Source: an optimization exercise on an open RTL-to-GDS flow (aim: small area and a short achievable clock period). Production flows keep margins and buffers that such runs may drop. Only simulation tests tie the RTL to the original design; equivalence was not proved.

// memi_bch79
module memi_bch79 (
    input  wire        clk,
    input  wire        rst_n,
    input  wire        enc_valid,
    input  wire [63:0] enc_data,
    output reg         enc_out_valid,
    output reg  [78:0] enc_code,
    input  wire        dec_valid,
    input  wire [78:0] dec_code,
    output reg         dec_out_valid,
    output reg  [63:0] dec_data,
    output reg  [1:0]  dec_status
);
Size in the first run: about 1800 cells after synthesis, about 17000 sq um of cells after synthesis.
export LEC_CHECK = 0
export CAP_MARGIN = 20
export CORE_MARGIN = 2
export CORE_UTILIZATION = 50
export SLEW_MARGIN = 20
create_clock -name core_clock -period 20.0 [get_ports {clk}]
standard.sh (not shown) runs the stock make flow with config.mk's settings and CLKGATE_MAP_FILE= SYNTH_SCRIPT=/design/flow/synth_recipe.tcl, a recipe that flattens the netlist after the stock synthesis.
==> flow/flow/run.sh <==
#!/bin/bash
# The standard ORFS layout (the standard.sh), with two changes:
# timing repair keeps a setup margin, so that paths are optimised well below
# the 20 ns clock, and the ports get plain buffers.
set -euo pipefail
bash standard.sh SETUP_SLACK_MARGIN=14.75 "BUFFER_PORTS_ARGS=-buffer_cell sky130_fd_sc_hd__buf_1"  "CTS_ARGS=-sink_clustering_enable -repair_clock_nets -dont_use_dummy_load -sink_clustering_size 30 -sink_clustering_max_diameter 60" finish > orfs_flow.log 2>&1
The first run completed without violations.
Change:
==> flow/flow/run.sh (replaced) <==
#!/bin/bash
# The standard ORFS layout (the standard.sh), with two changes:
# timing repair keeps a setup margin, so that paths are optimised well below
# the 20 ns clock, and the ports get plain buffers.
set -euo pipefail
bash standard.sh SETUP_SLACK_MARGIN=14.6 "BUFFER_PORTS_ARGS=-buffer_cell sky130_fd_sc_hd__buf_1"  finish > orfs_flow.log 2>&1
- CORE_UTILIZATION: 50 -> 57
Result: Via count is higher by 3.0%; design area barely changes; worst hold slack improved by 0.022 ns; core utilization is higher by 8.1 points; sequential share of layout area barely changes; sequential cell count stays the same; non-clock buffer count is lower by 4; global-route usage is higher by 4.4 points.
Change:
--- a/flow/flow/run.sh
+++ b/flow/flow/run.sh
@@ -6 +6 @@
-bash standard.sh SETUP_SLACK_MARGIN=14.6 "BUFFER_PORTS_ARGS=-buffer_cell sky130_fd_sc_hd__buf_1"  finish > orfs_flow.log 2>&1
+bash standard.sh SETUP_SLACK_MARGIN=14.75 "BUFFER_PORTS_ARGS=-buffer_cell sky130_fd_sc_hd__buf_1"  "CTS_ARGS=-sink_clustering_enable -repair_clock_nets -dont_use_dummy_load -sink_clustering_size 30 -sink_clustering_max_diameter 60" finish > orfs_flow.log 2>&1
- CAP_MARGIN: 20 -> 0
- CORE_UTILIZATION: 57 -> 50
- SLEW_MARGIN: 20 -> 0
The changed run finished with timing, DRC and antenna clean.
Worst setup slack improves by 0.24 ns.
Global-route usage went down by 4.4 points.
Final area stays flat.
Via count went down by 3.2%.
Clock-buffer cell count went down by 11.
Cell count went up by about 1%.
Critical path depth stays the same.

run 1:
memi_bch79 again, from the RTL that the note above started with.
Settings: LEC_CHECK=0, CAP_MARGIN=20, CORE_MARGIN=2, CORE_UTILIZATION=50, GPL_TIMING_DRIVEN=1, SLEW_MARGIN=20; clock period 20.0 ns.
==> flow/flow/run.sh <==
#!/bin/bash
# The standard ORFS layout (the standard.sh), with two changes:
# timing repair keeps a setup margin, so that paths are optimised well below
# the 20 ns clock, and the ports get plain buffers.
set -euo pipefail
bash standard.sh SETUP_SLACK_MARGIN=14.6 "BUFFER_PORTS_ARGS=-buffer_cell sky130_fd_sc_hd__buf_1"  "CTS_ARGS=-sink_clustering_enable -repair_clock_nets -dont_use_dummy_load -sink_clustering_size 30 -sink_clustering_max_diameter 60" finish > orfs_flow.log 2>&1
Run 1 went all the way through synthesis, placement and routing and the layout is clean on timing, DRC and antenna.
For run 2, these inputs were changed with respect to run 1:
- clearing GPL_TIMING_DRIVEN, which used to be 1
==> flow/flow/run.sh <==
#!/bin/bash
# The standard ORFS layout (the standard.sh), with two changes:
# timing repair keeps a setup margin, so that paths are optimised well below
# the 20 ns clock, and the ports get plain buffers.
set -euo pipefail
bash standard.sh SETUP_SLACK_MARGIN=14.6 "BUFFER_PORTS_ARGS=-buffer_cell sky130_fd_sc_hd__buf_2"  finish > orfs_flow.log 2>&1
Notes after the runs:
- Looking at worst setup margin, run 2 sits 0.095 ns higher than run 1 does.
- Run 2 vs run 1, instance count: run 2 higher
- For number of flip-flops and latches in the synthesized netlist, run 2 and run 1 come out practically identical.
- Run 2 vs run 1 — routed wire length climbed slightly
Setup changes, run 2 to run 3
-- flow/flow/run.sh --
<<< run 2, line 5
set -euo pipefail
bash standard.sh SETUP_SLACK_MARGIN=14.6 "BUFFER_PORTS_ARGS=-buffer_cell sky130_fd_sc_hd__buf_2"  finish > orfs_flow.log 2>&1
>>> run 3, line 5
set -euo pipefail
bash standard.sh SETUP_SLACK_MARGIN=14.7 "BUFFER_PORTS_ARGS=-buffer_cell sky130_fd_sc_hd__buf_1"  "CTS_ARGS=-sink_clustering_enable -repair_clock_nets -dont_use_dummy_load -sink_clustering_size 30 -sink_clustering_max_diameter 60" finish > orfs_flow.log 2>&1
Results
Run 3 completed every stage of the flow, and the final layout passed the timing, design-rule and antenna checks. Run 3 vs run 2, endpoint of the most critical setup path: s3_q[0] vs u_q[4]. Between run 3 and run 2, the first-iteration DRC count is higher for run 2. The lower met2 wire length of run 3 and run 2 is in run 2. Compared with run 2, run 3 shows a lower cell area after placement. Final RePlAce weighted congestion: run 3 and run 2 compared, higher one is run 2.
What run 4 does differently from run 3 at the input level:
==> flow/flow/run.sh <==
#!/bin/bash
# The standard ORFS layout (the standard.sh), with two changes:
# timing repair keeps a setup margin, so that paths are optimised well below
# the 20 ns clock, and the ports get plain buffers.
set -euo pipefail
bash standard.sh SETUP_SLACK_MARGIN=15.4 "BUFFER_PORTS_ARGS=-buffer_cell sky130_fd_sc_hd__buf_2"  finish > orfs_flow.log 2>&1
==> run notes <==
First-pass GRT wire length (run 4 over run 3): increase, about 9%.

## re-timing with driven ports
The results above use ideal ports. As a check the final layouts listed here were re-extracted and re-timed, cells and wires unchanged.
Step 1 (the two cells are an assumption about what drives the block):
set clk [get_ports {clk}]
set_driving_cell -lib_cell sky130_fd_sc_hd__clkbuf_16 $clk
set_driving_cell -lib_cell sky130_fd_sc_hd__buf_2 [delete_from_list [all_inputs] $clk]
Step 2 times the ports against the registers' clock, not the clock port: input delays grow and output delays shrink by t, the midpoint of the rising clock arrivals with the driver on.
Slacks: ideal ports / drivers / drivers and shift; pairs: ideal ports / drivers.
run | t (ns) | setup WS [ns] | cell pins on the clock port's net
the first run of note 1 | 0.586 | 14.792 / 14.787 / 14.229 | 1
the second run of note 1 | 0.621 | 14.554 / 14.568 / 13.947 | 1
the third run of note 1 | 0.588 | 14.794 / 14.783 / 14.234 | 1
run 1 | 0.576 | 14.584 / 14.616 / 14.040 | 1
run 2 | 0.606 | 14.678 / 14.673 / 14.067 | 1
run 3 | 0.583 | 14.712 / 14.743 / 14.160 | 1
run 4 | 0.651 | 14.667 / 14.706 / 14.055 | 1
After both steps setup and hold are still met in every run listed. For run 4, which loses most, drivers alone change the setup slack by +0.039 ns; drivers and shift together by -0.612 ns.
